What follows belongs to an exercise in optimizing a design on an open flow for small area and a short achievable clock period; a production flow would make more cautious choices. Only simulation tests tie the RTL to the original design; equivalence was not proved. No activity file was given, so power comes from the tool's default toggle rates.

--- design.v ---
module cic_gain_table (
    input  wire [2:0]  k,
    input  wire [6:0]  d,
    output wire [4:0]  b,
    output reg  [22:0] g
);
  reg  [2:0] e;
  reg  [5:0] o;
  always @(*) begin
    casez (d[5:0])
      6'b?????1: begin e = 3'd0; o = d[5:0]; end
      6'b????10: begin e = 3'd1; o = {1'b0, d[5:1]}; end
      6'b???100: begin e = 3'd2; o = {2'b0, d[5:2]}; end
      6'b??1000: begin e = 3'd3; o = {3'b0, d[5:3]}; end
      6'b?10000: begin e = 3'd4; o = {4'b0, d[5:4]}; end
      6'b100000: begin e = 3'd5; o = {5'b0, d[5]}; end
      default:   begin e = 3'd6; o = 6'd1; end
    endcase
  end
  reg [4:0] bo;
  always @(*) begin
    case ({k, o[5:1]})
      {3'd1, 5'd0}: begin bo = 5'd0; g = 23'd0; end
      {3'd1, 5'd1}: begin bo = 5'd2; g = 23'd2796203; end
      {3'd1, 5'd2}: begin bo = 5'd3; g = 23'd5033165; end
      {3'd1, 5'd3}: begin bo = 5'd3; g = 23'd1198373; end
      {3'd1, 5'd4}: begin bo = 5'd4; g = 23'd6524473; end
      {3'd1, 5'd5}: begin bo = 5'd4; g = 23'd3813004; end
      {3'd1, 5'd6}: begin bo = 5'd4; g = 23'd1935833; end
      {3'd1, 5'd7}: begin bo = 5'd4; g = 23'd559241; end
      {3'd1, 5'd8}: begin bo = 5'd5; g = 23'd7401713; end
      {3'd1, 5'd9}: begin bo = 5'd5; g = 23'd5739574; end
      {3'd1, 5'd10}: begin bo = 5'd5; g = 23'd4394033; end
      {3'd1, 5'd11}: begin bo = 5'd5; g = 23'd3282499; end
      {3'd1, 5'd12}: begin bo = 5'd5; g = 23'd2348810; end
      {3'd1, 5'd13}: begin bo = 5'd5; g = 23'd1553446; end
      {3'd1, 5'd14}: begin bo = 5'd5; g = 23'd867787; end
      {3'd1, 5'd15}: begin bo = 5'd5; g = 23'd270600; end
      {3'd1, 5'd16}: begin bo = 5'd6; g = 23'd7880208; end
      {3'd1, 5'd17}: begin bo = 5'd6; g = 23'd6950561; end
      {3'd1, 5'd18}: begin bo = 5'd6; g = 23'd6121417; end
      {3'd1, 5'd19}: begin bo = 5'd6; g = 23'd5377313; end
      {3'd1, 5'd20}: begin bo = 5'd6; g = 23'd4705804; end
      {3'd1, 5'd21}: begin bo = 5'd6; g = 23'd4096762; end
      {3'd1, 5'd22}: begin bo = 5'd6; g = 23'd3541857; end
      {3'd1, 5'd23}: begin bo = 5'd6; g = 23'd3034177; end
      {3'd1, 5'd24}: begin bo = 5'd6; g = 23'd2567941; end
      {3'd1, 5'd25}: begin bo = 5'd6; g = 23'd2138273; end
      {3'd1, 5'd26}: begin bo = 5'd6; g = 23'd1741032; end
      {3'd1, 5'd27}: begin bo = 5'd6; g = 23'd1372681; end
      {3'd1, 5'd28}: begin bo = 5'd6; g = 23'd1030180; end
      {3'd1, 5'd29}: begin bo = 5'd6; g = 23'd710899; end
      {3'd1, 5'd30}: begin bo = 5'd6; g = 23'd412554; end
      {3'd1, 5'd31}: begin bo = 5'd6; g = 23'd133153; end
      {3'd2, 5'd0}: begin bo = 5'd0; g = 23'd0; end
      {3'd2, 5'd1}: begin bo = 5'd4; g = 23'd6524473; end
      {3'd2, 5'd2}: begin bo = 5'd5; g = 23'd2348810; end
      {3'd2, 5'd3}: begin bo = 5'd6; g = 23'd2567941; end
      {3'd2, 5'd4}: begin bo = 5'd7; g = 23'd4867464; end
      {3'd2, 5'd5}: begin bo = 5'd7; g = 23'd485291; end
      {3'd2, 5'd6}: begin bo = 5'd8; g = 23'd4318396; end
      {3'd2, 5'd7}: begin bo = 5'd8; g = 23'd1155764; end
      {3'd2, 5'd8}: begin bo = 5'd9; g = 23'd6472871; end
      {3'd2, 5'd9}: begin bo = 5'd9; g = 23'd3508808; end
      {3'd2, 5'd10}: begin bo = 5'd9; g = 23'd1350547; end
      {3'd2, 5'd11}: begin bo = 5'd10; g = 23'd7849454; end
      {3'd2, 5'd12}: begin bo = 5'd10; g = 23'd5355287; end
      {3'd2, 5'd13}: begin bo = 5'd10; g = 23'd3394567; end
      {3'd2, 5'd14}: begin bo = 5'd10; g = 23'd1825345; end
      {3'd2, 5'd15}: begin bo = 5'd10; g = 23'd549930; end
      {3'd2, 5'd16}: begin bo = 5'd11; g = 23'd7387213; end
      {3'd2, 5'd17}: begin bo = 5'd11; g = 23'd5635775; end
      {3'd2, 5'd18}: begin bo = 5'd11; g = 23'd4160603; end
      {3'd2, 5'd19}: begin bo = 5'd11; g = 23'd2906507; end
      {3'd2, 5'd20}: begin bo = 5'd11; g = 23'd1831421; end
      {3'd2, 5'd21}: begin bo = 5'd11; g = 23'd902830; end
      {3'd2, 5'd22}: begin bo = 5'd11; g = 23'd95278; end
      {3'd2, 5'd23}: begin bo = 5'd12; g = 23'd7165823; end
      {3'd2, 5'd24}: begin bo = 5'd12; g = 23'd5921987; end
      {3'd2, 5'd25}: begin bo = 5'd12; g = 23'd4821595; end
      {3'd2, 5'd26}: begin bo = 5'd12; g = 23'd3843410; end
      {3'd2, 5'd27}: begin bo = 5'd12; g = 23'd2969983; end
      {3'd2, 5'd28}: begin bo = 5'd12; g = 23'd2186873; end
      {3'd2, 5'd29}: begin bo = 5'd12; g = 23'd1482044; end
      {3'd2, 5'd30}: begin bo = 5'd12; g = 23'd845399; end
      {3'd2, 5'd31}: begin bo = 5'd12; g = 23'd268419; end
      {3'd3, 5'd0}: begin bo = 5'd0; g = 23'd0; end
      {3'd3, 5'd1}: begin bo = 5'd5; g = 23'd1553446; end
      {3'd3, 5'd2}: begin bo = 5'd7; g = 23'd201327; end
      {3'd3, 5'd3}: begin bo = 5'd9; g = 23'd4133163; end
      {3'd3, 5'd4}: begin bo = 5'd10; g = 23'd3394567; end
      {3'd3, 5'd5}: begin bo = 5'd11; g = 23'd4518882; end
      {3'd3, 5'd6}: begin bo = 5'd12; g = 23'd7250781; end
      {3'd3, 5'd7}: begin bo = 5'd12; g = 23'd1792055; end
      {3'd3, 5'd8}: begin bo = 5'd13; g = 23'd5598666; end
      {3'd3, 5'd9}: begin bo = 5'd13; g = 23'd1630269; end
      {3'd3, 5'd10}: begin bo = 5'd14; g = 23'd6452009; end
      {3'd3, 5'd11}: begin bo = 5'd14; g = 23'd2907435; end
      {3'd3, 5'd12}: begin bo = 5'd14; g = 23'd407485; end
      {3'd3, 5'd13}: begin bo = 5'd15; g = 23'd5576636; end
      {3'd3, 5'd14}: begin bo = 5'd15; g = 23'd2881961; end
      {3'd3, 5'd15}: begin bo = 5'd15; g = 23'd838269; end
      {3'd3, 5'd16}: begin bo = 5'd16; g = 23'd6909158; end
      {3'd3, 5'd17}: begin bo = 5'd16; g = 23'd4433685; end
      {3'd3, 5'd18}: begin bo = 5'd16; g = 23'd2464763; end
      {3'd3, 5'd19}: begin bo = 5'd16; g = 23'd879178; end
      {3'd3, 5'd20}: begin bo = 5'd17; g = 23'd7564608; end
      {3'd3, 5'd21}: begin bo = 5'd17; g = 23'd5440509; end
      {3'd3, 5'd22}: begin bo = 5'd17; g = 23'd3677363; end
      {3'd3, 5'd23}: begin bo = 5'd17; g = 23'd2201643; end
      {3'd3, 5'd24}: begin bo = 5'd17; g = 23'd957087; end
      {3'd3, 5'd25}: begin bo = 5'd18; g = 23'd8188902; end
      {3'd3, 5'd26}: begin bo = 5'd18; g = 23'd6382131; end
      {3'd3, 5'd27}: begin bo = 5'd18; g = 23'd4828662; end
      {3'd3, 5'd28}: begin bo = 5'd18; g = 23'd3485616; end
      {3'd3, 5'd29}: begin bo = 5'd18; g = 23'd2318540; end
      {3'd3, 5'd30}: begin bo = 5'd18; g = 23'd1299530; end
      {3'd3, 5'd31}: begin bo = 5'd18; g = 23'd405832; end
      {3'd4, 5'd0}: begin bo = 5'd0; g = 23'd0; end
      {3'd4, 5'd1}: begin bo = 5'd7; g = 23'd4867464; end
      {3'd4, 5'd2}: begin bo = 5'd10; g = 23'd5355287; end
      {3'd4, 5'd3}: begin bo = 5'd12; g = 23'd5921987; end
      {3'd4, 5'd4}: begin bo = 5'd13; g = 23'd2085325; end
      {3'd4, 5'd5}: begin bo = 5'd14; g = 23'd998657; end
      {3'd4, 5'd6}: begin bo = 5'd15; g = 23'd1235632; end
      {3'd4, 5'd7}: begin bo = 5'd16; g = 23'd2470766; end
      {3'd4, 5'd8}: begin bo = 5'd17; g = 23'd4775885; end
      {3'd4, 5'd9}: begin bo = 5'd17; g = 23'd48341; end
      {3'd4, 5'd10}: begin bo = 5'd18; g = 23'd2918529; end
      {3'd4, 5'd11}: begin bo = 5'd19; g = 23'd7327626; end
      {3'd4, 5'd12}: begin bo = 5'd19; g = 23'd2870391; end
      {3'd4, 5'd13}: begin bo = 5'd20; g = 23'd8162793; end
      {3'd4, 5'd14}: begin bo = 5'd20; g = 23'd4047882; end
      {3'd4, 5'd15}: begin bo = 5'd20; g = 23'd1135911; end
      {3'd4, 5'd16}: begin bo = 5'd21; g = 23'd6445589; end
      {3'd4, 5'd17}: begin bo = 5'd21; g = 23'd3334631; end
      {3'd4, 5'd18}: begin bo = 5'd21; g = 23'd998091; end
      {3'd4, 5'd19}: begin bo = 5'd22; g = 23'd6820067; end
      {3'd4, 5'd20}: begin bo = 5'd22; g = 23'd4062683; end
      {3'd4, 5'd21}: begin bo = 5'd22; g = 23'd1902828; end
      {3'd4, 5'd22}: begin bo = 5'd22; g = 23'd191638; end
      {3'd4, 5'd23}: begin bo = 5'd23; g = 23'd6032159; end
      {3'd4, 5'd24}: begin bo = 5'd23; g = 23'd3818014; end
      {3'd4, 5'd25}: begin bo = 5'd23; g = 23'd2012967; end
      {3'd4, 5'd26}: begin bo = 5'd23; g = 23'd529574; end
      {3'd4, 5'd27}: begin bo = 5'd24; g = 23'd6991488; end
      {3'd4, 5'd28}: begin bo = 5'd24; g = 23'd4943855; end
      {3'd4, 5'd29}: begin bo = 5'd24; g = 23'd3225925; end
      {3'd4, 5'd30}: begin bo = 5'd24; g = 23'd1775996; end
      {3'd4, 5'd31}: begin bo = 5'd24; g = 23'd545426; end
      {3'd5, 5'd0}: begin bo = 5'd0; g = 23'd0; end
      {3'd5, 5'd1}: begin bo = 5'd8; g = 23'd448773; end
      {3'd5, 5'd2}: begin bo = 5'd12; g = 23'd2606508; end
      {3'd5, 5'd3}: begin bo = 5'd15; g = 23'd7966358; end
      {3'd5, 5'd4}: begin bo = 5'd16; g = 23'd921555; end
      {3'd5, 5'd5}: begin bo = 5'd18; g = 23'd5265596; end
      {3'd5, 5'd6}: begin bo = 5'd19; g = 23'd3456610; end
      {3'd5, 5'd7}: begin bo = 5'd20; g = 23'd3194724; end
      {3'd5, 5'd8}: begin bo = 5'd21; g = 23'd4001503; end
      {3'd5, 5'd9}: begin bo = 5'd22; g = 23'd5820990; end
      {3'd5, 5'd10}: begin bo = 5'd22; g = 23'd226353; end
      {3'd5, 5'd11}: begin bo = 5'd23; g = 23'd2544424; end
      {3'd5, 5'd12}: begin bo = 5'd24; g = 23'd6022911; end
      {3'd5, 5'd13}: begin bo = 5'd24; g = 23'd1419630; end
      {3'd5, 5'd14}: begin bo = 5'd25; g = 23'd5334415; end
      {3'd5, 5'd15}: begin bo = 5'd25; g = 23'd1443153; end
      {3'd5, 5'd16}: begin bo = 5'd26; g = 23'd5996068; end
      {3'd5, 5'd17}: begin bo = 5'd26; g = 23'd2329782; end
      {3'd5, 5'd18}: begin bo = 5'd27; g = 23'd7847845; end
      {3'd5, 5'd19}: begin bo = 5'd27; g = 23'd4090305; end
      {3'd5, 5'd20}: begin bo = 5'd27; g = 23'd1329473; end
      {3'd5, 5'd21}: begin bo = 5'd28; g = 23'd6928878; end
      {3'd5, 5'd22}: begin bo = 5'd28; g = 23'd3814409; end
      {3'd5, 5'd23}: begin bo = 5'd28; g = 23'd1429787; end
      {3'd5, 5'd24}: begin bo = 5'd29; g = 23'd7554734; end
      {3'd5, 5'd25}: begin bo = 5'd29; g = 23'd4664349; end
      {3'd5, 5'd26}: begin bo = 5'd29; g = 23'd2380517; end
      {3'd5, 5'd27}: begin bo = 5'd29; g = 23'd559811; end
      {3'd5, 5'd28}: begin bo = 5'd30; g = 23'd6581175; end
      {3'd5, 5'd29}: begin bo = 5'd30; g = 23'd4210207; end
      {3'd5, 5'd30}: begin bo = 5'd30; g = 23'd2275894; end
      {3'd5, 5'd31}: begin bo = 5'd30; g = 23'd687236; end
      default: begin bo = 5'd0; g = 23'd0; end
    endcase
  end
  assign b = bo + k * e;
endmodule
module cic_stage (
    input  wire        clk,
    input  wire        rst,
    input  wire [2:0]  cfg_k,
    input  wire [6:0]  cfg_d,
    input  wire        in_valid,
    input  wire        in_sync,
    input  wire [31:0] in_data,
    input  wire [5:0]  in_flags,
    input  wire [1:0]  in_range,
    output reg         out_valid,
    output reg  [31:0] out_data,
    output reg  [5:0]  out_flags,
    output reg  [1:0]  out_range,
    output reg  [7:0]  out_seq,
    output reg         out_sat
);
  localparam W = 62;
  localparam SB = 19;          
  reg        armed;            
  reg [2:0]  k_r;
  reg        r_take;           
  reg        r_c1;             
  reg        r_xen;            
  reg        r_sync;
  reg [31:0] r_data;
  reg [5:0]  r_flags;
  reg [1:0]  r_range;
  reg [2:0]  r_k;
  reg [6:0]  r_d;
  wire       armed_n = armed | r_take;
  wire [2:0] k_n     = (r_take & r_sync) ? r_k : k_r;
  wire       take_n  = in_valid & ~rst & (in_sync | armed_n);
  always @(posedge clk) begin
    r_take  <= take_n;
    r_c1    <= take_n & (in_sync | (k_n != 3'd5));
    r_xen   <= take_n & ~(in_flags[2] | in_flags[5]);
    r_sync  <= in_sync;
    r_data  <= in_data;
    r_flags <= in_flags;
    r_range <= in_range;
    r_k     <= cfg_k;
    r_d     <= cfg_d;
  end
  reg        first_pending;
  reg [6:0]  d_r;
  reg [5:0]  phase;
  reg [2:0]  ocnt;             
  reg [5:0]  f_all;            
  reg [5:0]  f_tail;           
  reg [4:1][5:0] xsp;          
  wire       take  = r_take;
  wire [2:0] ck    = r_sync ? r_k : k_r;
  wire [6:0] cd    = r_sync ? r_d : d_r;
  wire [5:0] cph   = r_sync ? 6'd0 : phase;
  wire       pf    = (cph == 6'd0);
  wire       last  = ({1'b0, cph} == cd - 7'd1);
  wire       cfirst = r_sync | first_pending;
  wire [2:0] cocnt = r_sync ? 3'd0 : ocnt;
  reg  [2:0] sp_q, sp_r;
  always @(*) begin
    case (cd)
      7'd2:    begin sp_q = (ck - 3'd1) >> 1; sp_r = {2'd0, ~ck[0]}; end
      7'd3:    begin sp_q = (ck > 3'd3) ? 3'd1 : 3'd0; sp_r = (ck > 3'd3) ? ck - 3'd4 : ck - 3'd1; end
      7'd4:    begin sp_q = (ck > 3'd4) ? 3'd1 : 3'd0; sp_r = (ck > 3'd4) ? 3'd0 : ck - 3'd1; end
      default: begin sp_q = 3'd0; sp_r = ck - 3'd1; end
    endcase
  end
  wire [2:0] keff  = ck - sp_q;
  wire [5:0] fa_n  = (pf ? 6'd0 : f_all) | r_flags;
  wire       tail  = ({3'd0, cph} >= {6'd0, sp_r});
  wire [5:0] ft_n  = (pf ? 6'd0 : f_tail) | (tail ? r_flags : 6'd0);
  wire [4:1][5:0] xc = r_sync ? {4{6'd0}} : xsp;
  reg  [5:0] span_f;
  always @(*) begin
    case (keff)
      3'd1:    span_f = fa_n;
      3'd2:    span_f = xc[1] | fa_n;
      3'd3:    span_f = xc[2] | fa_n;
      3'd4:    span_f = xc[3] | fa_n;
      default: span_f = xc[4] | fa_n;
    endcase
  end
  reg [2:0] fill_lim;
  always @(*) begin
    case (cd)
      7'd2:    fill_lim = ck - ((ck + 3'd1) >> 1);
      7'd3:    fill_lim = (ck > 3'd3) ? ck - 3'd2 : ck - 3'd1;
      7'd4:    fill_lim = (ck > 3'd4) ? ck - 3'd2 : ck - 3'd1;
      default: fill_lim = ck - 3'd1;
    endcase
  end
  wire       fill = (cocnt < fill_lim);
  wire [5:0] oflags = span_f | {1'b0, fill, 4'd0};
  always @(posedge clk) begin
    if (rst) begin
      armed         <= 1'b0;
      first_pending <= 1'b0;
    end else if (take) begin
      armed         <= 1'b1;
      first_pending <= cfirst & ~last;
    end
    if (take) begin
      k_r    <= ck;
      d_r    <= cd;
      phase  <= last ? 6'd0 : cph + 6'd1;
      f_all  <= fa_n;
      f_tail <= ft_n;
      if (last) begin
        ocnt   <= (cocnt == 3'd7) ? 3'd7 : cocnt + 3'd1;
        xsp[1] <= ft_n;
        xsp[2] <= xc[1] | fa_n;
        xsp[3] <= xc[2] | fa_n;
        xsp[4] <= xc[3] | fa_n;
      end else begin
        ocnt   <= cocnt;
        xsp    <= xc;
      end
    end
  end
  reg  [5:1][W-1:0] integ;
  reg  [5:1]        p_v, p_last;
  reg               s_valid;       
  reg  [4:1][5:2]   p_cl;
  reg  [5:1][SB-1:0] p_sb;
  always @(posedge clk) begin
    integ[1] <= (r_c1 ? {W{1'b0}} : integ[1]) +
                (r_xen ? {{(W-32){r_data[31]}}, r_data} : {W{1'b0}});
    p_v[1]    <= take & ~rst;
    p_last[1] <= last;
    p_cl[1]   <= {4{take}} & {pf, r_sync | (ck < 3'd2), r_sync | (ck < 3'd3), r_sync | (ck < 3'd4)};
    p_sb[1]   <= {oflags, r_range, cfirst, ck, cd};
  end
  genvar n;
  generate
    for (n = 2; n <= 5; n = n + 1) begin : g_int
      always @(posedge clk) begin
        integ[n] <= (p_cl[n-1][n] ? {W{1'b0}} : integ[n]) + (p_v[n-1] ? integ[n-1] : {W{1'b0}});
        p_v[n]    <= p_v[n-1] & ~rst;
        p_last[n] <= p_last[n-1];
        if (n == 5)
          s_valid <= p_v[n-1] & p_last[n-1] & ~rst;
        p_sb[n]   <= p_sb[n-1];
      end
      if (n < 5) begin : g_cl
        always @(posedge clk)
          p_cl[n] <= p_cl[n-1];
      end
    end
  endgenerate
  reg  [4:1][W-1:0] cprev;
  reg  [W-1:0]      v1, v2;
  reg               u1a, u1b, u2a, u2b;   
  reg  [SB-1:0]     sb1, sb2;
  reg  [4:0]        b2;
  reg  [4:1]        sel_c;
  wire [W-1:0] u1_a = s_valid ? integ[5] : v1;
  wire [W-1:0] u1_b = ({W{sel_c[1]}} & cprev[1]) | ({W{sel_c[2]}} & cprev[2]);
  wire [W-1:0] u1_d = u1_a - u1_b;
  wire [W-1:0] u2_a = u1b ? v1 : v2;
  wire [W-1:0] u2_b = ({W{sel_c[3]}} & cprev[3]) | ({W{sel_c[4]}} & cprev[4]);
  wire [W-1:0] u2_d = u2_a - u2_b;
  always @(posedge clk) begin
    u1a <= s_valid & ~rst;
    u1b <= u1a & ~rst;
    u2a <= u1b & ~rst;
    u2b <= u2a & ~rst;
    sel_c[1] <= p_v[4] & p_last[4] & ~p_sb[4][10] & (p_sb[4][9:7] > 3'd1);
    sel_c[2] <= s_valid & ~p_sb[5][10] & (p_sb[5][9:7] > 3'd2);
    sel_c[3] <= u1a & ~sb1[10] & (sb1[9:7] > 3'd3);
    sel_c[4] <= u1b & ~sb1[10] & (sb1[9:7] > 3'd4);
    if (s_valid) begin
      cprev[1] <= integ[5];
      sb1      <= p_sb[5];
    end
    v1 <= u1_d;
    if (u1a)
      cprev[2] <= v1;
    if (u1b) begin
      cprev[3] <= v1;
      sb2      <= sb1;
      b2       <= tb_b;
    end
    v2 <= u2_d;
    if (u2a)
      cprev[4] <= v2;
  end
  wire [4:0]  tb_b;
  wire [22:0] tb_g;
  wire [4:0]  tb_b_unused;
  wire [22:0] tb_g_unused;
  cic_gain_table u_bits (.k(sb1[9:7]), .d(sb1[6:0]), .b(tb_b), .g(tb_g_unused));
  cic_gain_table u_gain (.k(sb2[9:7]), .d(sb2[6:0]), .b(tb_b_unused), .g(tb_g));
  wire [W-1:0] c_final = v2;         
  wire [4:0]   b_m1    = b2 - 5'd1;
  wire [W-1:0] c_t     = $signed(c_final) >>> b_m1;
  reg  [28:0]  c_por;
  integer q;
  always @(*) begin
    c_por[0] = c_final[0];
    for (q = 1; q < 29; q = q + 1)
      c_por[q] = c_por[q-1] | c_final[q];
  end
  wire [4:0]   b_m2    = b2 - 5'd2;
  wire         c_stk   = (b2 >= 5'd2) && c_por[b_m2];
  wire         c_up    = c_t[0] && (c_stk || c_t[1]);
  wire [32:0]  u_val   = c_t[33:1] + {32'd0, c_up};
  reg          s_v;
  reg  [32:0]  s_u;
  reg  [22:0]  s_g;
  reg  [11:0]  gsel;                
  reg  [8:0]   s_sb;                
  always @(posedge clk) begin
    s_v <= u2b & ~rst;
    if (u2b) begin
      s_u  <= u_val;
      s_g  <= tb_g;
      s_sb <= sb2[SB-1:10];
    end
  end
  function automatic [115:0] csa(input [57:0] a, input [57:0] b, input [57:0] c);
    csa = {a ^ b ^ c, ((a & b) | (a & c) | (b & c)) << 1};
  endfunction
  reg          m_v1, m_v2, m_v3;
  reg  [57:0]  m_s, m_c;            
  reg          m_stk1;              
  reg  [35:0]  m_hi;                
  reg          m_stk;               
  reg  [8:0]   m_sb2, m_sb;
  wire [12:0]  m_low = {1'b0, m_s[11:0]} + {1'b0, m_c[11:0]};
  reg  [57:0]  op [0:15];
  reg  [57:0]  l1 [0:10];
  reg  [57:0]  l2 [0:7];
  reg  [57:0]  l3 [0:5];
  reg  [57:0]  l4 [0:3];
  reg  [57:0]  l5 [0:2];
  reg  [57:0]  m_sn, m_cn;
  integer j;
  always @(*) begin
    for (j = 0; j < 12; j = j + 1)
      op[j] = gsel[j] ? ({26'd0, s_u[31:0]} << j) : 58'd0;
    op[12] = s_u[32] ? (58'd0 - ({46'd0, gsel} << 32)) : 58'd0;
    op[13] = m_v1 ? {{12{m_s[57]}}, m_s[57:12]} : 58'd0;
    op[14] = m_v1 ? {{12{m_c[57]}}, m_c[57:12]} : 58'd0;
    op[15] = {57'd0, m_v1 & m_low[12]};
    for (j = 0; j < 5; j = j + 1)
      {l1[2*j], l1[2*j+1]} = csa(op[3*j], op[3*j+1], op[3*j+2]);
    l1[10] = op[15];
    for (j = 0; j < 3; j = j + 1)
      {l2[2*j], l2[2*j+1]} = csa(l1[3*j], l1[3*j+1], l1[3*j+2]);
    l2[6] = l1[9];
    l2[7] = l1[10];
    for (j = 0; j < 2; j = j + 1)
      {l3[2*j], l3[2*j+1]} = csa(l2[3*j], l2[3*j+1], l2[3*j+2]);
    l3[4] = l2[6];
    l3[5] = l2[7];
    for (j = 0; j < 2; j = j + 1)
      {l4[2*j], l4[2*j+1]} = csa(l3[3*j], l3[3*j+1], l3[3*j+2]);
    {l5[0], l5[1]} = csa(l4[0], l4[1], l4[2]);
    l5[2] = l4[3];
    {m_sn, m_cn} = csa(l5[0], l5[1], l5[2]);
  end
  wire [45:0] m_sum = m_s[45:0] + m_c[45:0];    
  always @(posedge clk) begin
    m_v1 <= s_v & ~rst;
    m_v2 <= m_v1 & ~rst;
    m_v3 <= m_v2 & ~rst;
    if (u2b)
      gsel <= tb_g[11:0];
    else if (s_v)
      gsel <= {1'b1, s_g[22:12]};
    m_s <= m_sn;
    m_c <= m_cn;
    if (m_v1) begin
      m_stk1 <= |m_low[11:0];
      m_sb2  <= s_sb;
    end
    if (m_v2) begin
      m_hi  <= m_sum[45:10];
      m_stk <= (|m_sum[9:0]) | m_stk1;
      m_sb  <= m_sb2;
    end
  end
  wire signed [34:0] p_shift = m_hi[35:1];
  wire        p_up    = m_hi[0] && (m_stk || m_hi[1]);
  wire signed [34:0] y_full = p_shift + {34'd0, p_up};
  wire        y_hi    = (y_full > 35'sd2147483647);
  wire        y_lo    = (y_full < -35'sd2147483648);
  wire [31:0] y_clamp = y_hi ? 32'h7fff_ffff : y_lo ? 32'h8000_0000 : y_full[31:0];
  always @(posedge clk) begin
    if (rst)
      out_valid <= 1'b0;
    else
      out_valid <= m_v3;
    if (m_v3) begin
      out_data  <= y_clamp;
      out_flags <= m_sb[8:3] | {5'd0, y_hi | y_lo};
      out_range <= m_sb[2:1];
      out_seq   <= m_sb[0] ? 8'd0 : out_seq + 8'd1;
      out_sat   <= y_hi | y_lo;
    end
  end
endmodule
--- run.sh ---
#!/bin/bash
# synth_recipe.tcl (not shown) runs the flow's synth.tcl, then flattens the netlist and writes it again
# the make line also repeats each setting of config.mk as NAME=value (left out here)
make -C /OpenROAD-flow-scripts/flow DESIGN_CONFIG=/design/flow/config.mk WORK_HOME=/design/flow/orfs CLKGATE_MAP_FILE= SYNTH_SCRIPT=/design/flow/synth_recipe.tcl finish
--- config.mk ---
export PLATFORM = sky130hd
export DESIGN_NAME = cic_stage
export DESIGN_NICKNAME = cic_stage
export VERILOG_FILES = /design/flow/design.v
export SDC_FILE = /design/flow/constraint.sdc
export NUM_CORES = 4
export LEC_CHECK = 0
export ABC_CLOCK_PERIOD_IN_PS = 4500
export CAP_MARGIN = 20
export CORE_MARGIN = 2
export CORE_UTILIZATION = 50
export SETUP_SLACK_MARGIN = 5
export SLEW_MARGIN = 20
export SYNTH_MEMORY_MAX_BITS = 65536
--- constraint.sdc ---
create_clock -name core_clock -period 15.0 [get_ports {clk}]
set_input_delay 3.0000 -clock core_clock [delete_from_list [all_inputs] [get_ports {clk}]]
set_output_delay 3.0000 -clock core_clock [all_outputs]
set_load 0.01 [all_outputs]
==> run notes, run 1 <==
Placed design
At the end of routability-driven placement, the weighted congestion stood at between 0.9 and 1. The number of placed instances, taps included, is roughly 11000. Once placement finished, the instance area stood at about 90000 um^2. Input and output buffers added on the ports amount to roughly 100. Once detailed placement completed, the half-perimeter wirelength came to ~180000 um.

Yosys
The area share of the largest cell type after synthesis is ~18%. dfxtp_1 is the most common cell in the netlist. The post-synthesis sequential area ratio is 33.5%. The number of warnings issued by yosys is 8. The post-synthesis net count is between 10000 and 15000.

The count of flip-flops with a built-in enable after synthesis is about 510. Synthesis inferred roughly 1200 register bits. Counting flops with an async set or reset pin after synthesis yields a share of 0%. The largest area contributor in the synthesized netlist is edfxtp_1. Ranked by total cell area, the synthesized netlist is headed by edfxtp_1, dfxtp_1, fa_1.

Sorting the synthesized cells by how often they occur yields dfxtp_1, a21oi_1, and2_1. The number of distinct standard cells referenced by the synthesized netlist is between 90 and 100. In this run the cell area of the synthesized design comes to 88100 um^2. The average size of a mapped cell is between 9 and 10 um^2. After technology mapping, the gate count stands at 9310. The most instantiated flip-flop cell in the synthesis netlist is dfxtp_1.

Clocking
The number of post-CTS setup repair buffers is 0. The clock root buffer is clkbuf_16. The number of gates given a new drive strength after cts is 0. CTS built an H-tree with a depth of 4. The clock buffer count from CTS is about 140. The clock transition at the registers of the reported paths is 0.06 ns.

The tree built by TritonCTS fans out to roughly 1200 sinks. At the later pin of the worst-skew pair, clock insertion delay measures 0.81 ns. TritonCTS built the clock tree. The hold buffer count at CTS is 0.

In this run the deepest clock path goes through 3 buffers.

Final layout
The finished layout holds around 12000 standard cells, fillers aside. In the final layout, flip-flops and latches occupy between 20000 and 30000 um^2. The multi-input combinational cells in the finished layout cover a total of approximately 55000 um^2. The ratio of cells with drive above 1 in the final layout is between 6 and 7%.

Relative to the synthesized area, the layout overhead comes to 8.78%. After routing the design area is around 96000 um^2. Counting the fill cells in the layout gives 15800. For this run, the post-layout net count is 10300.

The utilization of the core after routing is 54.6%.

Global routing
The first global-routing pass estimated a little under 400000 um of wire. The final global-route overflow total is 0. The number of antenna violations at the first check in global routing came to 3.

Entering global routing, the biggest net connects 85 pins. In the global route stage, overall resource usage came out at between 20 and 30%. The number of global-route vias before repair is between 60000 and 70000.

STA
The summed negative setup slack over all endpoints is 0 ns. Counting I/O delays and the setup requirement, the final critical path takes around 6 ns. The measured slew at the worst slew-check pin is 1.02 ns. The number of endpoints with negative hold slack in the final report was 0. The setup clock skew after layout is between 0.02 and 0.03 ns. In this run the tightest slew margin relative to its limit is a little under a third. The final number of max-transition violations is 0.

Setup repair after global routing left no endpoint under its margin. Static timing analysis puts the maximum clock frequency at ~170 MHz. The share of the cycle needed by the critical path after routing is 39.4%.

The total setup violations reported at the end of the flow is 0.

Critical path
The most critical setup path has its endpoint at v1[61]. The combined buffer and inverter count along the critical path is 1. The maximum single-stage delay on the critical path is between 0.8 and 0.9 ns. At the worst endpoint, the arrival time is around 6.6 ns.

The worst register-to-register path begins at s_valid. STA classifies the critical path endpoint as a flop. The dominant delay contributor by cell family on the critical path is compound AO/OA/AOI/OAI gates. Along the worst path, the maximum fanout reaches 58. The required time at the endpoint of the critical path is around 16 ns. The length in cells of the worst reg-to-reg path is 15. The classification of the worst setup path is reg2reg. The worst flop-to-flop path endpoint is v1[61].

Counting buffers and inverters, the worst setup path is 15 cells deep. The most frequent cell on the critical path is a21oi_1. The kind of start point of the critical path is a flop. The slowest library cell on the worst path is dfxtp_4.

The worst register-to-register path has a setup slack of between 9 and 10 ns. In this run the worst setup path begins at s_valid. The critical path goes through buf_4, mux2_2, ha_1, nor2b_1, o21a_1, o21ai_0, a21oi_1, o2111ai_1, a21oi_1, o21ai_0, a21oi_1, o41ai_1, o31ai_1, mux2i_1, a2111o_1.

Routing
The first detailed-routing pass ran for 8 iterations. The wire length on met2 is 111000 um. The number of nets still failing antenna checks after routing is 0.

The wire length on met3 is approximately 15000 um. The total vias in the final route is 68400. The wire length the detailed router placed on met1 is approximately 110000 um. Dividing the detail-routed via count by the number of cells gives around 5.9. The detailed router finished its first iteration with between 5000 and 6000 violations. The final layout contains routed wiring with a total length of 247000 um. For this run, design rule violations remaining after detail routing come to 0. After detailed routing, the average wire length per cell comes to ~21 um. The top layer used by detailed routing is met4.

Pwr
Dividing total power by cell area gives a power density of 111 nW/um^2. The worst-case IR drop observed on VDD is around 0.00014 V. The design draws ~11000 uW. In this run the static leakage power is approximately 0.04 uW.

Floorplan
The effective utilization at floorplan is 50.2%. The die is 424 um wide. For this design the top-level I/O count stands at around 100. The placeable core region is 176000 um^2. Measured along the y axis, the die boundary spans ~420 um.

The number of standard-cell rows in the floorplan is 154. The area of the die is roughly 180000 um^2.

Flow run
The max-cap check violation count is 0.

Min path
In this run the worst hold path is classified as reg2reg.

Status
The run finished with no timing, DRC or antenna violations.
## power by group
group          leakage, uW  switching, uW  total, uW  internal (uW)
sequential          0.0105            466       4300           3830
clock              0.00234           1450       3510           2050
combinational       0.0282           1510       2790           1280
total               0.0410           3430      10600           7170
## cell families (layout without fill, tap and decap cells)
| kind of cell | count (synthesis) | after routing | share of synthesized area, % |
|---|---|---|---|
| and+or+nand+nor | 2889 | 2889 | 17.1 |
| AOI/OAI and AO/OA | 2307 | 2307 | 16.6 |
| DFF | 1219 | 1219 | 33.5 |
| adders and majority gates | 1056 | 1056 | 18.5 |
| buffers and inverters | 999 | 988 | 4.31 |
| xor gates and xnor gates | 542 | 542 | 5.40 |
| muxes | 298 | 298 | 4.62 |
| other | 0 | 1 | 0 |
## stage by stage
stage / setup WS (ns) / hold slack (ns)
3_5_place_dp: 9.23 / 0.312
6_report: 9.10 / 0.318
4_1_cts: 9.17 / 0.321
5_1_grt: 8.63 / 0.324
3_3_place_gp: 9.21 / 0.310
2_1_floorplan: 8.64 / 0.310
## metal layers
metal / track usage, % / vias up
met5: 0 / -
met3: 4.28 / 501
met2: 43.3 / 2230
met1: 37.8 / 33000
met4: 9.21 / 0
li1: - / 32700
## cell usage in the layout, fill, tap and decap left out, types with 24 or more instances in the layout
cell             instances
xnor2_1                353
a311oi_1                24
nor3_1                 132
clkinv_2                25
a211oi_1                91
and2_1                 680
o311ai_0                29
o21bai_1                64
a221oi_1                28
fa_1                   412
nand2b_1               108
a21oi_1                688
and3_1                  87
mux2_2                 144
dfxtp_1                686
a21o_1                 281
edfxtp_1               514
nand2_1                640
xor2_1                 183
o22ai_1                 43
o21a_1                  47
mux2i_1                 80
buf_4                   88
o31ai_1                 34
o211ai_1                58
ha_1                   643
inv_1                  526
a22oi_1                133
nor2b_1                402
nand3_1                173
clkbuf_16              148
a31oi_1                 90
o21ai_0                484
nor2_1                 466
clkdlybuf4s50_1        103
clkbuf_1                28
nand4_1                 82
mux4_2                  72
## state kept, by name, summed over array words and instances (netlist names), 36 cells and up
register,cells
v2,62
p_sb,90
v1,62
m_c,46
m_s,47
integ,310
cprev,248
m_hi,36
## worst min path at each step
stage,startpoint,endpoint,cells past startpoint
global placement,p_sb[30],p_sb[49],0
detailed placement,p_sb[28],p_sb[47],0
CTS,p_sb[5],p_sb[24],0
floorplan,p_cl[6],p_cl[10],0
finish,p_sb[5],p_sb[24],0
global route,p_sb[5],p_sb[24],0
## worst reg2reg max path, stage by stage (launching register included)
cell and delay, ns:
dfxtp_4 0.86, buf_4 0.65, mux2_2 0.44, ha_1 0.26, nor2b_1 0.13, o21a_1 0.17, o21ai_0 0.22, a21oi_1 0.20
o2111ai_1 0.39, a21oi_1 0.15, o21ai_0 0.52, a21oi_1 0.21, o41ai_1 0.82, o31ai_1 0.20, mux2i_1 0.16, a2111o_1 0.38
## layout make-up
cell class / instances / area share (%)
Antenna cell: 1 / 0.00261
Clock inverter: 70 / 0.752
Tap cell: 2340 / 3.06
Multi-Input combinational cell: 7092 / 57.2
Timing Repair Buffer: 193 / 1.81
Clock buffer: 194 / 4.20
Sequential cell: 1219 / 30.9
Inverter: 531 / 2.08
==> inputs of run 2 (changes only) <==
--- a/design.v
+++ b/design.v
@@ -207,4 +207,5 @@
   reg        armed;            
   reg [2:0]  k_r;
+  reg [6:0]  d_r;
   reg        r_take;           
   reg        r_c1;             
@@ -214,12 +215,9 @@
   reg [5:0]  r_flags;
   reg [1:0]  r_range;
-  reg [2:0]  r_k;
-  reg [6:0]  r_d;
   wire       armed_n = armed | r_take;
-  wire [2:0] k_n     = (r_take & r_sync) ? r_k : k_r;
   wire       take_n  = in_valid & ~rst & (in_sync | armed_n);
   always @(posedge clk) begin
     r_take  <= take_n;
-    r_c1    <= take_n & (in_sync | (k_n != 3'd5));
+    r_c1    <= take_n & (in_sync | (k_r != 3'd5));
     r_xen   <= take_n & ~(in_flags[2] | in_flags[5]);
     r_sync  <= in_sync;
@@ -227,9 +225,10 @@
     r_flags <= in_flags;
     r_range <= in_range;
-    r_k     <= cfg_k;
-    r_d     <= cfg_d;
+    if (take_n & in_sync) begin
+      k_r   <= cfg_k;
+      d_r   <= cfg_d;
+    end
   end
   reg        first_pending;
-  reg [6:0]  d_r;
   reg [5:0]  phase;
   reg [2:0]  ocnt;             
@@ -238,6 +237,6 @@
   reg [4:1][5:0] xsp;          
   wire       take  = r_take;
-  wire [2:0] ck    = r_sync ? r_k : k_r;
-  wire [6:0] cd    = r_sync ? r_d : d_r;
+  wire [2:0] ck    = k_r;
+  wire [6:0] cd    = d_r;
   wire [5:0] cph   = r_sync ? 6'd0 : phase;
   wire       pf    = (cph == 6'd0);
@@ -289,6 +288,4 @@
     end
     if (take) begin
-      k_r    <= ck;
-      d_r    <= cd;
       phase  <= last ? 6'd0 : cph + 6'd1;
       f_all  <= fa_n;
==> flow/run.sh (new file) <==
#!/bin/bash
set -euo pipefail
bash standard.sh SETUP_SLACK_MARGIN=10.75 finish > standard_make.log 2>&1
==> standard.sh (new file) <==
#!/bin/bash
# synth_recipe.tcl (not shown) runs the flow's synth.tcl, then flattens the netlist and writes it again
# the make line also repeats each setting of config.mk as NAME=value (left out here)
make -C /OpenROAD-flow-scripts/flow DESIGN_CONFIG=/design/flow/config.mk WORK_HOME=/design/flow/orfs CLKGATE_MAP_FILE= SYNTH_SCRIPT=/design/flow/synth_recipe.tcl "${@:-finish}"
--- a/config.mk
+++ b/config.mk
@@ -6,9 +6,7 @@
 export NUM_CORES = 4
 export LEC_CHECK = 0
-export ABC_CLOCK_PERIOD_IN_PS = 4500
 export CAP_MARGIN = 20
 export CORE_MARGIN = 2
-export CORE_UTILIZATION = 50
-export SETUP_SLACK_MARGIN = 5
+export CORE_UTILIZATION = 55
 export SLEW_MARGIN = 20
 export SYNTH_MEMORY_MAX_BITS = 65536
removed: run.sh
==> run 2 against run 1 <==
Against the previous run:
- clock power is 3% higher
- synthesized cell count up 1.8%
- sequential share of layout area fell by 1.6 points
- via count up 5.1%
- still clean
- clock-buffer cell count shrank 9
- non-clock buffer count up 180
- critical path depth is 1 higher
- critical endpoint is now m_s[36]
- sequential cell count decreased by 10
- largest power group unchanged
- maximum frequency up 29%
- cell count rose by 1.0%
==> run notes, run 2 <==
STA
At the pin with the least slew margin, the transition time is about 1.2 ns. The final number of max-transition violations is 0. For the final database, setup skew stands at ~0.028 ns. The remaining max-slew budget at the tightest pin is between 20 and 25%.

The number of endpoints with negative hold slack in the final report came to 0. The worst hold slack across all endpoints is slightly above 0.3 ns. The share of the cycle needed by the critical path after routing is between 30% and 40%. Setup total negative slack on the finished layout was measured at 0 ns.

The shortest clock period the worst path allows after layout is between 4 and 5 ns. Static timing analysis puts the maximum clock frequency at around 220 MHz. Setup violations remaining at the end of the flow were counted as 0. Setup repair after global routing could not meet its margin everywhere.

Global routing
Entering global routing, the biggest net connects 84 pins. The total global-route track usage is 30.6%. After global routing the overflow that remains totals 0. The number of global-route vias before repair was around 69000. The first global-routing pass estimated between 300000 and 400000 um of wire.

The number of antenna violations at the first check in global routing is 12.

Clocking
The number of clock buffers added by TritonCTS is 140. The number of buffers on the longest clock path is 3. The clock sink count is 1209. The clock transition at the registers of the reported paths is 0.07 ns. The cell sitting at the root of the clock tree is a clkbuf_16. TritonCTS built the clock tree.

After clock tree synthesis, the flow added hold-fix buffers numbering 0. CTS built an H-tree with a depth of 4. The source-to-sink clock delay at the later pin of the worst-skew pair is about 0.82 ns.

Floorplan
The I/O pin count is 104. The number of standard-cell rows in the floorplan is 147. The die is 407 um tall.

The die covers roughly 170000 um^2. The placeable core region is ~160000 um^2. For this configuration, the core starts out at a cell density of between 50 and 60%.

The overall die width is ~410 um.

Yosys
The most used flip-flop cell after synthesis is dfxtp_1. The share of flip-flops with an asynchronous set or reset is 0%. The most common cell in the synthesized netlist is a21oi_1. The count of flip-flops with a built-in enable after synthesis is 514. The number of cells produced by synthesis is approximately 9500. For this run, the register share of the synthesized area comes to roughly 33%.

The summed instance area of the synthesized netlist is 89200 um^2. The Yosys step of the flow raised 8 warnings. In the post-synthesis netlist, the biggest area contributors are edfxtp_1, dfxtp_1, fa_1.

The area share of the largest cell type after synthesis is ~17%. Synthesis inferred ~1200 register bits. The largest area contributor in the synthesized netlist is edfxtp_1.

The average size of a mapped cell is about 9.4 um^2. Ranked by instance count, the synthesized netlist is headed by a21oi_1, dfxtp_1, and2_1. The number of distinct standard cells referenced by the synthesized netlist is 100. Synthesis produced a netlist with a net count of between 10000 and 15000.

Final layout
In the final layout, the registers with the most flip-flops are integ: 310 flops, cprev: 248 flops, p_sb: 90 flops. The library cells used most frequently in the layout, excluding fill and tap cells, are a21oi_1, dfxtp_1, and2_1. The post-route netlist has a little under an eighth of its cells at a drive strength greater than 1. Leaving out fill and tap cells, the most frequent cell in the layout is a21oi_1. Counting the fill cells in the layout gives between 10000 and 15000. The area growth from synthesis to layout is 12.5%. The most flop-heavy register is integ. The final layout contains about 11000 nets. The flip-flop count of the largest register, all copies and words added is 310.

Pwr
Per report_power, the clock group accounts for about a third of the total. The maximum resistive drop on vdd is 0.000171 V. The share of total power consumed by net switching is about a third. The total net switching power is roughly 3600 uW. Summed over all cells, the static leakage comes to ~0.043 uW. The internal power of the cells is ~7300 uW. Power spread over the standard cell area amounts to approximately 110 nW/um^2. Combinational logic burns around 28% of the power. The part of the power in registers is 38.6%.

Critical path
The register-to-register path setup slack is between 10 and 15 ns. The worst setup path is of the reg2reg kind. The startpoint identified for the worst register-to-register timing path is gsel[0].

The critical path goes through buf_6, inv_4, ha_4, nand2b_4, or3_1, and3_4, fa_1, inv_1, fa_1, inv_1, fa_1, inv_1, fa_1, inv_1, fa_1, fa_1. The length in cells of the worst reg-to-reg path is 16. The kind of start point of the critical path is a flop.

In this run the critical register-to-register path is captured at m_s[36]. The critical-path maximum fanout is 3. The maximum single-stage delay on the critical path is around 0.53 ns. Among all stages on the critical path, the largest delay is contributed by fa_1. For the worst setup path, the data arrival time is 5.25 ns. Data on the critical path is required at its endpoint by about 16 ns. The nature of the critical path endpoint is a flop. In this design, the critical path's most frequently occurring cell is fa_1.

Status
The flow ran to the end and the layout has no timing, DRC or antenna violations.

Min path
The class of the most critical hold timing path is reg2reg. In this run the most critical hold path is launched from p_sb[11]. The worst hold path terminates at p_sb[30].

Counting instances, the worst hold path has a depth of 0.

Placed design
During placement, the flow inserted port buffers numbering 103. The wire-length estimate of the detail-placed layout is ~180000 um. The final weighted congestion in routability-driven placement is 0.958.

Routing
The number of nets still failing antenna checks after routing is 0. The final layout contains routed wiring with a total length of about 260000 um. The vias per cell is between 6 and 7. The total vias in the final route is 71900.

The remaining routing DRC violations is 0. The number of DRC violations after detailed-routing iteration 0 is around 6600. The routed wire length per instance is between 20 and 25 um. The detailed-routing iteration count for the pre-antenna-repair pass is 8.

Flow run
Max-cap violations in this run came to 0.
==> run 2: changes by cell type after synthesis, moves of 26 or more <==
cell / before / now
and3_1: 87 / 55
nor2_1: 466 / 438
a211oi_1: 91 / 53
nor3_1: 132 / 106
inv_1: 527 / 561
clkbuf_1: 418 / 464
a21o_1: 281 / 350
==> run 2: kinds of logic after synthesis <==
family          count (synthesis)  synth area share (%)
buf+inv                      1079                  4.66
xor+xnor                      544                  5.36
fa+ha+maj                    1058                  18.3
flops                        1209                  32.9
simple gates                 2857                  16.8
compound gates               2424                  17.5
mux                           309                  4.52
==> run 2: critical path: cells and delay by family, from the launching register on <==
kind          cells  cell delay [ns]
flops             1             0.49
buf+inv           6             0.41
simple gates      3             0.54
fa+ha+maj         7             3.01
==> run 2: power by group through the flow <==
stage                     clock, uW  combinational, uW  sequential (uW)
final                          3610               3080             4200
after global routing           3810               3380             4230
after CTS                      3690               2900             4190
after detailed placement          0               2840             4260
after global placement            0               2810             4250
after floorplan                   0               2300             4030
==> run 2: what timing repair did <==
action,4_1_cts,5_1_grt
buffers inserted,80,72
endpoints found under the setup margin,331,248
cloned,10,11
pin swaps,77,166
resized for setup,395,296
==> run 2: worst max path at each step <==
stage | start | to | slack (ns) | cells past startpoint
floorplan | gsel[0] | m_s[36] | 10.51 | 16
global placement | s_valid | v1[61] | 9.31 | 14
detailed placement | s_valid | v1[61] | 9.28 | 14
CTS | gsel[0] | m_s[36] | 10.41 | 16
global route | gsel[0] | m_s[36] | 10.33 | 16
finish | gsel[0] | m_s[36] | 10.43 | 16
==> run 2: metrics by stage <==
| step | instances | power [uW] | util [%] | setup slack (ns) | cell area (um^2) |
|---|---|---|---|---|---|
| 5_1_grt | 11800 | 11400 | 62.4 | 10.33 | 100000 |
| 3_5_place_dp | 11300 | 7100 | 57.2 | 9.28 | 92000 |
| 6_report | 11800 | 10900 | 62.4 | 10.43 | 100000 |
| 4_1_cts | 11700 | 10800 | 61.2 | 10.41 | 98400 |
| 2_1_floorplan | 9480 | 6340 | - | 10.51 | 89500 |
| 3_3_place_gp | 11300 | 7060 | 57.2 | 9.31 | 91900 |
==> run 2: layout make-up <==
type | instances | area (um^2) | share of cell area (%)
diodes | 6 | 15.0 | 0.0150
clock buffers | 185 | 3940 | 3.92
inverters | 562 | 2120 | 2.11
repair buffers | 373 | 3960 | 3.94
flip-flops and latches | 1209 | 29400 | 29.3
multi-input cells | 7192 | 57300 | 57.1
clock inverters | 75 | 946 | 0.943
well taps | 2160 | 2700 | 2.69
==> run 2: metal layers <==
layer  vias up  part of all wire, %  wire length [um]  track usage, %
li1      33600                    -                 -               -
met1     35100                   46            121000            45.0
met2      2683                   42            111000            45.6
met3       472                  8.2             21300            5.31
met4         4                  3.0              7950            9.51
met5         -               0.0096                25               0
==> inputs of run 3 (changes only) <==
==> flow/run.sh (replaced) <==
#!/bin/bash
set -euo pipefail
bash standard.sh SETUP_SLACK_MARGIN=10.4 finish > standard_make.log 2>&1
--- a/config.mk
+++ b/config.mk
@@ -8,5 +8,5 @@
 export CAP_MARGIN = 20
 export CORE_MARGIN = 2
-export CORE_UTILIZATION = 55
+export CORE_UTILIZATION = 50
 export SLEW_MARGIN = 20
 export SYNTH_MEMORY_MAX_BITS = 65536
==> run 3 against run 2 <==
Against the previous run:
- die area rose by 9.9%
- first-iteration DRC count fell by 4.6%
- non-clock buffer count fell by 109
- largest cell class unchanged
- highest routed layer unchanged
- global-route usage fell by 2.7 points
- clock skew rose by 0.0097 ns
- sequential power barely moved
- utilization fell by 7.1 points
- critical path depth fell by 1
- power fell by 1.5%
- hold slack improved by 0.0096 ns
==> run notes, run 3 <==
Floorplan
The area of the die is between 150000 and 200000 um^2. The placeable core region is 178000 um^2. Row generation in the floorplan step produced between 150 and 200 rows. The floorplan step set the die width to approximately 430 um. The die span in y is 426 um. The effective utilization at floorplan is 50.2%. between 100 and 150 I/O pins were placed.

STA
The number of endpoints with negative hold slack in the final report came to 0. The share of the cycle needed by the critical path after routing is around 31%. The remaining max-slew budget at the tightest pin is between 20% and 30%.

The measured slew at the worst slew-check pin is 1.11 ns. The final number of max-transition violations is 0. Setup repair after global routing could not meet its margin everywhere.

The worst path needs roughly 4.7 ns of the cycle, external delays included. The summed negative setup slack over all endpoints is 0 ns. The setup clock skew after layout is 0.0377 ns.

Derived from the worst setup path, the maximum achievable clock frequency is ~210 MHz. Setup violations remaining at the end of the flow were counted as 0.

Yosys
Yosys instantiated no cell more often than a21oi_1. The summed instance area of the synthesized netlist is about 90000 um^2. The synthesized design contains ~1200 register bits. The post-synthesis sequential area ratio is 32.9%. The number of distinct standard cells referenced by the synthesized netlist is 100. By count the netlist is led by a21oi_1, dfxtp_1, and2_1. The largest area contributor in the synthesized netlist is edfxtp_1. The area share of the largest cell type after synthesis is approximately 17%.

Yosys attributes the largest share of cell area to edfxtp_1, dfxtp_1, fa_1. In the synthesized netlist the async set-or-reset flop fraction comes to 0%. The average size of a mapped cell is approximately 9.4 um^2. The post-synthesis net count is ~11000. The most instantiated flip-flop cell in the synthesis netlist is dfxtp_1. In this run, synthesis inferred about 500 flip-flops with an integrated enable. Synthesis produced a netlist whose cell count is between 9000 and 10000.

The number of warnings issued by yosys is 8.

Routing
In this run, the number of DRC markers left after iteration 0 of detailed routing was about 6200. The routed design has between 200000 and 300000 um of wire. The pre-antenna-repair detailed-routing pass consisted of 8 iterations. The vias per cell is between 5 and 6. Once detail routing completed, the nets flagged for antenna violations numbered 0. After detailed routing, the average wire length per cell comes to ~22 um. The remaining routing DRC violations is 0. The total vias in the final route is just over 70000.

Min path
The min-delay analysis places its worst path in the category reg2reg. The number of instances on the worst hold path is 0.

Status
The run finished with no timing, DRC or antenna violations.

Clocking
The clock transition at the registers of the reported paths is ~0.07 ns. The CTS H-tree depth is 4. Counting along the longest clock path gives a buffer depth of 3. The clock sink count is 1209. The source-to-sink clock delay at the later pin of the worst-skew pair is 0.82 ns. TritonCTS built the clock tree. The clock root buffer is clkbuf_16. After clock tree synthesis, the flow added hold-fix buffers numbering 0. The clock buffer count from CTS is roughly 150.

Final layout
The most frequent standard cell in the layout excluding fill and tap cells is a21oi_1. Summing all non-filler instances in the final layout gives an area of slightly below 100000 um^2. integ holds more flip-flops than any other register. The total number of nets in the final design is 10500. Of the cells placed in the final design, the portion with a size suffix greater than 1 is under 10%. The register with the most flip-flops in the layout has 310 of them. The relative area change from synthesis to final layout is 10.4%. The largest registers in the layout are integ: 310 flops, cprev: 248 flops, p_sb: 90 flops. Leaving out fill and tap cells, the most frequent cells in the layout are a21oi_1, and2_1, dfxtp_1.

Critical path
The data arrival time of the critical path is approximately 5.4 ns. STA classifies the critical path endpoint as a flop. The number of cells on the worst reg-to-reg path is 15. Walking the worst path, the cells encountered are buf_12, buf_6, or3_4, nor3_4, xnor2_1, nand2_1, fa_1, fa_1, inv_1, fa_1, inv_2, fa_1, inv_1, fa_1, fa_2. The classification of the worst setup path is reg2reg. On the critical path, the stage with the largest delay is an instance of fa_1.

The required time at the endpoint of the critical path is about 16 ns. Among the stages of the critical path, the cell type that occurs most often is fa_1. In this run the worst path has a maximum fanout of 2. The worst setup path is launched from a flop. On the worst path, the slowest cell contributes a delay of approximately 0.53 ns.

Pwr
The power per cell area is roughly 110 nW/um^2. The analysis attributes to cell leakage a power of roughly 0.042 uW. The design draws 10700 uW. VDD sags by at most ~0.00013 V.

Placed design
At the end of routability-driven placement, the weighted congestion stood at 0.946. The half-perimeter wire length after placement is about 190000 um. After detailed placement, the total cell area comes to just over 90000 um^2. The quantity of I/O buffers inserted on ports is between 100 and 150.

Global routing
The number of antenna violations at the first check in global routing is 7. The total global-route track usage is 27.9%. Entering global routing, the biggest net connects 100 pins. The first global-routing pass estimated slightly above 400000 um of wire.

The number of global-route vias before repair is between 60000 and 70000. The final global-route overflow total is 0.

Flow run
The max-cap check violation count is 0.
[run 3: cell counts after synthesis]
Identical to the previous run, type by type.
[run 3: routing by layer]
metal  global-route usage, %  part of all wire [%]  vias to the layer above
met3                    4.42                   6.5                      393
met4                    7.82                   2.6                        4
met5                       0                 0.010                        -
met2                    41.4                    43                     2235
met1                    41.7                    48                    34500
li1                        -                     -                    33400
[run 3: per-stage QoR]
stage | setup slack (ns) | utilization (%) | instances | hold slack [ns]
after floorplan | 10.36 | - | 9480 | 0.310
after global placement | 9.25 | 51.7 | 11500 | 0.310
after detailed placement | 9.14 | 51.8 | 11500 | 0.312
after CTS | 10.28 | 54.8 | 11800 | 0.319
after global routing | 10.19 | 55.4 | 11900 | 0.322
final | 10.35 | 55.4 | 11900 | 0.319
[run 3: repair_timing]
| action | CTS | global route |
|---|---|---|
| resized for setup | 138 | 136 |
| pin swaps | 24 | 79 |
| endpoints found under the setup margin | 197 | 154 |
| cloned | 4 | 5 |
| setup buffers | 27 | 26 |
[run 3: final cells by class]
class,count,area [um^2]
Multi-Input combinational cell,7193,56400
Fill cell,16000,79400
Tap cell,2355,2950
Timing Repair Buffer,264,2760
Antenna cell,1,2.50
Inverter,562,2110
Clock buffer,189,4010
Sequential cell,1209,29400
Clock inverter,80,826
[run 3: worst max-delay path: cells and delay by family, from the launching register on]
family,cells,cell delay [ns]
fa+ha+maj,6,2.95
simple gates,3,0.61
xor+xnor,1,0.13
buf+inv,5,0.41
flops,1,0.43
[run 3: power breakdown]
group | switching (uW) | internal (uW) | total (uW)
registers | 397 | 3810 | 4200
logic | 1610 | 1340 | 2950
clock network | 1510 | 2060 | 3570
total | 3520 | 7210 | 10700
[run 3: cells by family (layout without fill, tap and decap cells)]
logic type	count (synthesis)	count (layout)	synth area share, %
simple gates	2857	2857	16.8
compound gates	2424	2424	17.5
flops	1209	1209	32.9
buf+inv	1079	1095	4.66
fa+ha+maj	1058	1058	18.3
xor+xnor	544	545	5.36
mux	309	309	4.52
other cells	0	1	0
[run 3: path summary, 6_finish.rpt]
| check | to | startpoint | slack, ns |
|---|---|---|---|
| max | m_s[37] | gsel[0] | 10.35 |
| min | p_sb[60] | p_sb[41] | 0.32 |
| max reg2reg | m_s[37] | gsel[0] | 10.35 |
| min reg2reg | p_sb[60] | p_sb[41] | 0.32 |
==> inputs of run 4 (changes only) <==
--- a/design.v
+++ b/design.v
@@ -403,29 +403,29 @@
     end
   end
-  function automatic [115:0] csa(input [57:0] a, input [57:0] b, input [57:0] c);
+  function automatic [111:0] csa(input [55:0] a, input [55:0] b, input [55:0] c);
     csa = {a ^ b ^ c, ((a & b) | (a & c) | (b & c)) << 1};
   endfunction
   reg          m_v1, m_v2, m_v3;
-  reg  [57:0]  m_s, m_c;            
+  reg  [55:0]  m_s, m_c;            
   reg          m_stk1;              
-  reg  [35:0]  m_hi;                
+  reg  [33:0]  m_hi;                
   reg          m_stk;               
   reg  [8:0]   m_sb2, m_sb;
   wire [12:0]  m_low = {1'b0, m_s[11:0]} + {1'b0, m_c[11:0]};
-  reg  [57:0]  op [0:15];
-  reg  [57:0]  l1 [0:10];
-  reg  [57:0]  l2 [0:7];
-  reg  [57:0]  l3 [0:5];
-  reg  [57:0]  l4 [0:3];
-  reg  [57:0]  l5 [0:2];
-  reg  [57:0]  m_sn, m_cn;
+  reg  [55:0]  op [0:15];
+  reg  [55:0]  l1 [0:10];
+  reg  [55:0]  l2 [0:7];
+  reg  [55:0]  l3 [0:5];
+  reg  [55:0]  l4 [0:3];
+  reg  [55:0]  l5 [0:2];
+  reg  [55:0]  m_sn, m_cn;
   integer j;
   always @(*) begin
     for (j = 0; j < 12; j = j + 1)
-      op[j] = gsel[j] ? ({26'd0, s_u[31:0]} << j) : 58'd0;
-    op[12] = s_u[32] ? (58'd0 - ({46'd0, gsel} << 32)) : 58'd0;
-    op[13] = m_v1 ? {{12{m_s[57]}}, m_s[57:12]} : 58'd0;
-    op[14] = m_v1 ? {{12{m_c[57]}}, m_c[57:12]} : 58'd0;
-    op[15] = {57'd0, m_v1 & m_low[12]};
+      op[j] = gsel[j] ? ({24'd0, s_u[31:0]} << j) : 56'd0;
+    op[12] = s_u[32] ? (56'd0 - ({44'd0, gsel} << 32)) : 56'd0;
+    op[13] = m_v1 ? {{12{m_s[55]}}, m_s[55:12]} : 56'd0;
+    op[14] = m_v1 ? {{12{m_c[55]}}, m_c[55:12]} : 56'd0;
+    op[15] = {55'd0, m_v1 & m_low[12]};
     for (j = 0; j < 5; j = j + 1)
       {l1[2*j], l1[2*j+1]} = csa(op[3*j], op[3*j+1], op[3*j+2]);
@@ -445,5 +445,5 @@
     {m_sn, m_cn} = csa(l5[0], l5[1], l5[2]);
   end
-  wire [45:0] m_sum = m_s[45:0] + m_c[45:0];    
+  wire [43:0] m_sum = m_s[43:0] + m_c[43:0];    
   always @(posedge clk) begin
     m_v1 <= s_v & ~rst;
@@ -456,15 +456,11 @@
     m_s <= m_sn;
     m_c <= m_cn;
-    if (m_v1) begin
-      m_stk1 <= |m_low[11:0];
-      m_sb2  <= s_sb;
-    end
-    if (m_v2) begin
-      m_hi  <= m_sum[45:10];
-      m_stk <= (|m_sum[9:0]) | m_stk1;
-      m_sb  <= m_sb2;
-    end
+    m_stk1 <= |m_low[11:0];
+    m_sb2  <= s_sb;
+    m_hi   <= m_sum[43:10];
+    m_stk  <= (|m_sum[9:0]) | m_stk1;
+    m_sb   <= m_sb2;
   end
-  wire signed [34:0] p_shift = m_hi[35:1];
+  wire signed [34:0] p_shift = {{2{m_hi[33]}}, m_hi[33:1]};
   wire        p_up    = m_hi[0] && (m_stk || m_hi[1]);
   wire signed [34:0] y_full = p_shift + {34'd0, p_up};
@@ -477,11 +473,10 @@
     else
       out_valid <= m_v3;
-    if (m_v3) begin
-      out_data  <= y_clamp;
-      out_flags <= m_sb[8:3] | {5'd0, y_hi | y_lo};
-      out_range <= m_sb[2:1];
-      out_seq   <= m_sb[0] ? 8'd0 : out_seq + 8'd1;
-      out_sat   <= y_hi | y_lo;
-    end
+    out_data  <= y_clamp;
+    out_flags <= m_sb[8:3] | {5'd0, y_hi | y_lo};
+    out_range <= m_sb[2:1];
+    out_sat   <= y_hi | y_lo;
+    if (m_v3)
+      out_seq <= m_sb[0] ? 8'd0 : out_seq + 8'd1;
   end
 endmodule
==> flow/run.sh (replaced) <==
#!/bin/bash
set -euo pipefail
bash standard.sh SETUP_SLACK_MARGIN=10.5 finish > standard_make.log 2>&1
--- a/config.mk
+++ b/config.mk
@@ -6,7 +6,9 @@
 export NUM_CORES = 4
 export LEC_CHECK = 0
-export CAP_MARGIN = 20
+export CAP_MARGIN = 5
 export CORE_MARGIN = 2
-export CORE_UTILIZATION = 50
-export SLEW_MARGIN = 20
+export CORE_UTILIZATION = 60
+export CTS_CLUSTER_DIAMETER = 60
+export CTS_CLUSTER_SIZE = 30
+export SLEW_MARGIN = 5
 export SYNTH_MEMORY_MAX_BITS = 65536
==> run 4 against run 3 <==
Against the previous run:
- still clean
- clock-buffer cell count is 72 lower
- via count shrank 4.0%
- critical path type unchanged
- highest routed layer unchanged
- maximum frequency increased by 3.0%
- area after synthesis decreased by 3.2%
- sequential cell count is 2 lower
==> run notes, run 4 <==
Routing
The total vias in the final route is just under 70000. The number of nets still failing antenna checks after routing is 0. The pre-antenna-repair detailed-routing pass consisted of 7 iterations. The final layout contains routed wiring with a total length of 233000 um.

The detailed router finished its first iteration with 5994 violations. Dividing the detail-routed wire length by the instance count gives 21.1 um. The remaining routing DRC violations is 0. The vias per cell is 6.13.

Critical path
In this run the critical register-to-register path is captured at m_s[19]. The source of the worst register-to-register timing path is gsel[0]. Tracing the worst setup path back leads to its startpoint at gsel[0]. The data arrival time of the critical path is 5.14 ns. The required time at the endpoint of the critical path is roughly 16 ns. The worst setup path is launched from a flop. The classification of the worst setup path is reg2reg.

The nature of the critical path endpoint is a flop. Of all nets on the critical path, the largest fanout is 18. Counting cells, the worst reg-to-reg path comes to 11.

Across all register-to-register paths, the minimum setup slack is 10.48 ns. In this run the worst setup path terminates at m_s[19].

Clocking
CTS built an H-tree with a depth of 3. The root buffer cell chosen for the clock tree is clkbuf_16. The hold buffer count at CTS is 0. The TritonCTS clock tree is done.

Buffers inserted during clock tree synthesis total 110. The clock reaches the later pin of the worst-skew pair after ~0.78 ns. The clock transition at the registers of the reported paths is roughly 0.09 ns. The clock sink count is between 1000 and 1500. Counting along the longest clock path gives a buffer depth of 3.

Final layout
Leaving out fill and tap cells, the most frequent cell in the layout is dfxtp_1. The finished layout cell area is between 90000 and 100000 um^2. The total number of nets in the final design is a little over 10000. The flip-flop count of the largest register, all copies and words added is 310. The ratio of cells with drive above 1 in the final layout is approximately 8.0%. The multi-input combinational cell area is between 50000 and 60000 um^2. Leaving out fill and tap cells, the most frequent cells in the layout are dfxtp_1, and2_1, a21oi_1. Counting the fill cells in the layout gives between 10000 and 15000. Across the whole layout, storage elements account for roughly 28000 um^2. Compared with the post-synthesis result, the final layout area differs by 8.97%. In the final layout, the registers with the most flip-flops are integ: 310 flops, cprev: 248 flops, p_sb: 90 flops. The most flop-heavy register is integ.

Global routing
The pin count of the biggest net entering global routing is 75. The number of global-route vias before repair is about 67000. Summed over all layers, the global routing overflow is 0.

The number of antenna violations at the first check in global routing is 4. The global-route wire length before repair is between 300000 and 400000 um. The total global-route track usage is about 31%.

Floorplan
The I/O pin count is 104. After floorplanning, the core was sized to cover between 100000 and 150000 um^2. The initial utilization of the core area, before any placement, comes to between 60% and 70%. The number of standard-cell rows in the floorplan is 139. The die covers between 100000 and 150000 um^2. Measured along the y axis, the die boundary spans ~380 um. The overall die width is 383 um.

STA
Of the available clock period, the critical path in the final layout requires 30.1%. The final number of max-transition violations came to 0. The shortest clock period the worst path allows after layout is between 4 and 5 ns. The tightest hold path in the finished design has a slack of slightly above 0.3 ns. Setup violations remaining at the end of the flow were counted as 0. Setup repair after global routing could not meet its margin everywhere. The measured slew at the worst slew-check pin is 1.32 ns. Static timing analysis puts the maximum clock frequency at around 220 MHz.

The setup clock skew after layout is between 0.05 and 0.06 ns. The number of endpoints with negative hold slack in the final report is 0. The summed negative setup slack over all endpoints is 0 ns. Headroom to the max-slew limit came out at between 10% and 20%.

Pwr
The part of the power in registers is 41.3%. Cell internal power was estimated by the tool at ~6600 uW. The maximum resistive drop on vdd is 0.000107 V. The power share of the clock group is roughly 31%. Of the total power, combinational logic draws around 28%.

In this run the static leakage power is a little over 0.04 uW. The power per cell area is ~110 nW/um^2. The share of total power consumed by net switching is 34.4%. The analysis attributes to net switching a power of about 3500 uW.

Yosys
For this run, asynchronously set or reset flops after synthesis account for 0%. The area share of the largest cell type after synthesis is a little under a fifth. The post-synthesis sequential area ratio is 32.8%.

The most frequently used cell type in the post-synthesis netlist is dfxtp_1. The summed instance area of the synthesized netlist is 86300 um^2. The number of warnings issued by yosys is 8. The number of nets handed over by synthesis was 10300. The number of cells produced by synthesis is 9142. After synthesis, the mean cell area works out to about 9.4 um^2. The count of flip-flops with a built-in enable after synthesis is 417. The most instantiated flip-flop cell in the synthesis netlist is dfxtp_1. dfxtp_1 takes more of the synthesized area than any other cell. In this run, synthesis produced a sequential element count of 1207.

By area the synthesized netlist is led by dfxtp_1, edfxtp_1, fa_1. The commonest cells after synthesis are dfxtp_1, and2_1, a21oi_1. After synthesis, the netlist uses approximately 100 different library cells.

Min path
The path class of the tightest hold or removal check is reg2reg.

Placed design
The quantity of I/O buffers inserted on ports is around 100. The final weighted congestion in routability-driven placement is roughly 1.0. Summed over all nets, the half-perimeter wirelength after detailed placement is roughly 170000 um. Once placement finished, the instance area stood at 88600 um^2.

Status
The flow ran to the end and the layout has no timing, DRC or antenna violations.

Flow run
The tool flagged a number of max-cap violations equal to 0.
run 4: power by group through the flow:
| stage | clock, uW | sequential [uW] | combinational (uW) |
|---|---|---|---|
| final | 3090 | 4140 | 2800 |
| after floorplan | 0 | 3990 | 2180 |
| after CTS | 3150 | 4130 | 2730 |
| after detailed placement | 0 | 4200 | 2690 |
| after global placement | 0 | 4190 | 2660 |
| after global routing | 3270 | 4170 | 3080 |
run 4: cells by family after synthesis:
kind of cell	synth area share, %
and+or+nand+nor	16.8
AOI/OAI and AO/OA	17.1
DFF	32.8
adders and majority gates	18.9
buffers and inverters	4.42
xor gates and xnor gates	5.50
muxes	4.45
run 4: how the worst min path moves through the flow:
stage | startpoint | to | cells after the start
6_report | p_sb[47] | p_sb[66] | 0
4_1_cts | p_sb[29] | p_sb[48] | 0
2_1_floorplan | m_sb2[0] | m_sb[0] | 0
3_3_place_gp | m_sb2[1] | m_sb[1] | 0
3_5_place_dp | p_sb[37] | p_sb[56] | 0
5_1_grt | p_sb[20] | p_sb[39] | 0
run 4: timing repair:
item	4_1_cts	5_1_grt
gates cloned	5	3
pin swaps	2	28
setup buffers	32	35
endpoints found under the setup margin	215	136
gates resized for setup	134	95
run 4: layer usage:
| layer | wire (um) | global-route usage, % | vias up | share of wire [%] |
|---|---|---|---|---|
| met3 | 17500 | 5.30 | 574 | 7.5 |
| met1 | 101000 | 42.3 | 32500 | 43 |
| li1 | - | - | 32100 | - |
| met2 | 105000 | 49.8 | 2590 | 45 |
| met4 | 9070 | 11.5 | 4 | 3.9 |
| met5 | 21 | 0 | - | 0.0090 |
run 4: cell type report:
type / count / area share (%)
flip-flops and latches: 1207 / 30.2
repair buffers: 254 / 2.77
well taps: 1903 / 2.53
multi-input cells: 6960 / 58.1
clock buffers: 117 / 2.99
inverters: 511 / 2.05
clock inverters: 93 / 1.36
diodes: 3 / 0.00798
run 4: through the flow:
stage | power (uW) | cells | worst slack [ns] | utilization [%]
6_report | 10000 | 11000 | 10.48 | 65.7
5_1_grt | 10500 | 11000 | 10.33 | 65.7
4_1_cts | 10000 | 11000 | 10.39 | 65.2
3_5_place_dp | 6890 | 10800 | 9.51 | 61.9
3_3_place_gp | 6850 | 10800 | 9.52 | 61.9
2_1_floorplan | 6170 | 9142 | 10.50 | -
run 4: worst max-delay path: stages (launching register included):
cell      delay [ns]
edfxtp_1        0.51
buf_6           0.23
buf_8           0.18
and2_1          0.17
fa_1            0.57
inv_1           0.08
fa_1            0.51
fa_1            0.53
fa_1            0.55
inv_1           0.06
fa_1            0.51
fa_1            0.49

Setup slack of run 4, layout unchanged: 10.480 ns with ideal ports, 10.477 ns with driving cells assumed (clock clkbuf_16, inputs buf_2), 10.480 ns with port delays also shifted by the 0.833 ns mid clock arrival.
